From an optimization exercise on the open Yosys and OpenROAD flow, aimed at small area, a short achievable clock period and few clock cycles; shortcuts taken in it are not production practice.
The RTL was checked by simulation tests, not by an equivalence proof against the original design.
Power figures rest on the tool's default switching activity, not on a simulated workload.

==> run a <==
Design le_core, start of the top module:
module le_core (
    input  wire        clk,
    input  wire        rst,
    input  wire        start,
    output reg         ready,
    input  wire [31:0] err,
    input  wire [31:0] vff,
    input  wire [31:0] irail,
    input  wire [31:0] setpt,
    input  wire [31:0] dref,
    input  wire [6:0]  flags,
    input  wire [3:0]  prof,
    input  wire [31:0] dmaxq,
    input  wire [31:0] vinnom,
    input  wire [5:0]  upd_div,
    input  wire [8:0]  len,
    output wire [7:0]  imem_addr,
    input  wire [63:0] imem_data,
    output wire [8:0]  coef_addr,
    input  wire [36:0] coef_data,
    output reg         done,
    output reg  [1:0]  kind,
    output reg  [7:0]  addr,
    output reg  [9:0]  cyc,
    output reg         sat,
    output reg  [31:0] duty,
    output reg  [15:0] user
);
make LEC_CHECK=0 CAP_MARGIN=20 CELL_PAD_IN_SITES_DETAIL_PLACEMENT=1 CELL_PAD_IN_SITES_GLOBAL_PLACEMENT=1 CORE_MARGIN=2 CORE_UTILIZATION=25 CTS_CLUSTER_DIAMETER=60 CTS_CLUSTER_SIZE=24 PLACE_DENSITY=0.45 SLEW_MARGIN=20 finish   # period 22.0 ns
run.sh (not shown) runs the stock make flow with config.mk's settings and CLKGATE_MAP_FILE= SYNTH_SCRIPT=/design/flow/synth_recipe.tcl, a recipe that flattens the netlist after the stock synthesis.
==> inputs of run b, as changes to run a <==
--- a/flow/design.v
+++ b/flow/design.v
@@ -93,11 +93,12 @@
     reg  [63:0] ib;
     reg  [8:0]  ib_pc;
     reg         ib_ok;            
     reg         ib_isbr, ib_ise, ib_isst;
     reg  [6:0]  ib_p1a;           
-    reg  [6:0]  ib_pa, ib_pb;     
+    reg  [9:0]  ib_pah, ib_pbh;
+    reg  [7:0]  ib_pal, ib_pbl;
     reg  [1:0]  ib_sel1, ib_sel2, ib_selx;   
     reg         ib_three;         
     reg         ib_ph;            
     reg  [10:0] cnum;             
     reg         ovr1_r, ovr2_r;   
@@ -193,10 +194,22 @@
     wire b_ise = b_e && (b_cop != 6'h10);
     wire b_isst = (b_cop == 6'h0B);
     wire b_isbr = (b_cop == 6'h10);
     wire b_maca = (b_mop == 4'd4 || b_mop == 4'd5 || b_mop == 4'd6);
     wire b_sa   = b[17];
+    function [9:0] dec_h;
+        input [6:0] code;
+        integer j;
+        for (j = 0; j < 10; j = j + 1)
+            dec_h[j] = (code[6:3] == j);
+    endfunction
+    function [7:0] dec_l;
+        input [6:0] code;
+        integer j;
+        for (j = 0; j < 8; j = j + 1)
+            dec_l[j] = (code[2:0] == j);
+    endfunction
     wire [6:0] b_p1 = (b_cop == 6'h0A) ? b_dst : b_s1;
     wire b_n1 = (b_cop >= 6'h01 && b_cop <= 6'h08) || b_cop == 6'h0A;
     wire b_n2 = (b_cop >= 6'h02 && b_cop <= 6'h06);
     wire b_nx = (b_mop != 4'd0);
     wire b_k1 = b_n1 && (b_p1 < 7'h50);
@@ -379,16 +392,16 @@
     integer k;
     always @* begin
         rfa = 32'd0;
         rfb = 32'd0;
         for (k = 0; k < 64; k = k + 1) begin
-            rfa = rfa | ({32{ib_pa == k}} & z[k]);
-            rfb = rfb | ({32{ib_pb == k}} & z[k]);
+            rfa = rfa | ({32{ib_pah[k / 8] && ib_pal[k % 8]}} & z[k]);
+            rfb = rfb | ({32{ib_pbh[k / 8] && ib_pbl[k % 8]}} & z[k]);
         end
         for (k = 0; k < 16; k = k + 1) begin
-            rfa = rfa | ({32{ib_pa == (64 + k) && gvalid[k] && !ib_first}} & g[k]);
-            rfb = rfb | ({32{ib_pb == (64 + k) && gvalid[k] && !ib_first}} & g[k]);
+            rfa = rfa | ({32{ib_pah[8 + k / 8] && ib_pal[k % 8] && gvalid[k] && !ib_first}} & g[k]);
+            rfb = rfb | ({32{ib_pbh[8 + k / 8] && ib_pbl[k % 8] && gvalid[k] && !ib_first}} & g[k]);
         end
     end
     wire [31:0] sn1 = snap_rd(pa1[3:0], s_err, s_vff, s_irail, s_setpt, s_dref, flags_word, duty_w, s_dmaxq, s_vinnom);
     wire [31:0] sn2 = snap_rd(pa2[3:0], s_err, s_vff, s_irail, s_setpt, s_dref, flags_word, duty_w, s_dmaxq, s_vinnom);
     wire [31:0] snx = snap_rd(pax[3:0], s_err, s_vff, s_irail, s_setpt, s_dref, flags_word, duty_w, s_dmaxq, s_vinnom);
@@ -636,20 +649,24 @@
             ib_ok <= b_ok;
             ib_isbr <= b_isbr;
             ib_ise <= b_ise;
             ib_isst <= b_isst;
             ib_p1a <= b_p1;
-            ib_pb <= b_pb;
+            ib_pbh <= dec_h(b_pb);
+            ib_pbl <= dec_l(b_pb);
             ib_sel1 <= b_sel1;
             ib_sel2 <= b_sel2;
             ib_selx <= b_selx;
             ib_three <= b_three;
         end
-        if (ibl)
-            ib_pa <= b_pa;
-        else if (ib_three && !ib_ph)
-            ib_pa <= r_mx;
+        if (ibl) begin
+            ib_pah <= dec_h(b_pa);
+            ib_pal <= dec_l(b_pa);
+        end else if (ib_three && !ib_ph) begin
+            ib_pah <= dec_h(r_mx);
+            ib_pal <= dec_l(r_mx);
+        end
         xt_kind <= r_ovr ? KIND_OVERRUN : r_inv ? KIND_INVALID : KIND_END;
         xt_addr <= ib_pc[7:0];
         x_ci <= cnum + {10'd0, r_ast};
         if (!ib_ph) begin
             op1 <= rd1;
==> flow/flow/run.sh (new file) <==
#!/bin/bash
# Layout flow: the standard layout (standard.sh: the standard synthesis,
# floorplan, placement, CTS and routing, unchanged) with the resizer's setup
# margin raised, so that repair_timing also shortens paths that already meet
# the design's clock period. The SDC (clock period, input and output delays,
# loads) is the standard flow's own and is not changed.
set -euo pipefail
bash standard.sh SETUP_SLACK_MARGIN=15 finish > standard.log 2>&1
==> flow/standard.sh (new file) <==
#!/bin/bash
# synth_recipe.tcl (not shown) runs the flow's synth.tcl, then flattens the netlist and writes it again
# the make line also repeats each setting of config.mk as NAME=value (left out here)
make -C /OpenROAD-flow-scripts/flow DESIGN_CONFIG=/design/flow/config.mk WORK_HOME=/design/flow/orfs CLKGATE_MAP_FILE= SYNTH_SCRIPT=/design/flow/synth_recipe.tcl "${@:-finish}"
Settings changed: CAP_MARGIN 20 to 35, SLEW_MARGIN 20 to 35.
removed: flow/run.sh
==> notes <==
In run b the synthesized area is higher than in run a, by about 0.9%. Against run b, the critical path depth of run a is higher by 22. In run a the register-to-register slack is lower than in run b, by 1.8 ns. Wire length: run a is smaller than run b (about 4%). First-iteration DRC count: run a is smaller than run b (4.6%). In run a the combinational power is lower than in run b, by about 20%.
==> figures <==
Global-route track usage on met2: run a 47.7%; run b 49.0%
Highest clock frequency the design can meet: run a 114 MHz; run b 141 MHz
Average vias per placed instance: run a 6.59; run b 6.54
Layout-to-synthesis area ratio: run a 1.174x; run b 1.197x
Clock transition time at the flip-flop clock pins of the worst setup and hold paths: run a 0.06 ns; run b 0.08 ns
Number of distinct standard cells referenced by the synthesized netlist: run a 107; run b 108
Hold path start: run a ib[27]; run b ib[19]
Most used cell, CP: run a sky130_fd_sc_hd__a21o_1; run b sky130_fd_sc_hd__buf_4
Yosys reg bits: run a 3696; run b 3718
Via count: run a 209572; run b 212938
Parity-gate share of the synthesized area counting xor and xnor cells: run a 4.30%; run b 4.21%
Run status: run a no timing/DRC/antenna violations; run b no timing/DRC/antenna violations
Post-placement cell count: run a 30830; run b 31258
Testbench counts of run a, summed over its fixed seeds: cycles 20,660.
Testbench counts of run b, summed over its fixed seeds: cycles 20,660.

## afterwards: timing with drivers on the ports
The results above use ideal ports. As a check the final layouts listed here were re-extracted and re-timed, cells and wires unchanged. Step 1 (the two cells are an assumption about what drives the block):
set clk [get_ports {clk}]
set_driving_cell -lib_cell sky130_fd_sc_hd__clkbuf_16 $clk
set_driving_cell -lib_cell sky130_fd_sc_hd__buf_2 [delete_from_list [all_inputs] $clk]
Step 2 also shifts input and output timing later by t, the mid clock arrival at the registers, as if the neighbouring blocks saw the same clock. Three values: ideal ports, drivers, drivers and shift; two values: the first two.
| run | t (ns) | setup slack, ns | clock arrival spread, ns |
|---|---|---|---|
| run a | 1.257 | 13.245 / 13.245 / 12.364 | 0.172 / 0.172 |
| run b | 1.263 | 14.896 / 14.779 / 13.516 | 0.199 / 0.199 |
After both steps every run listed still meets setup and hold. For run b, which loses most, drivers alone change the setup slack by -0.117 ns; drivers and shift together by -1.380 ns.
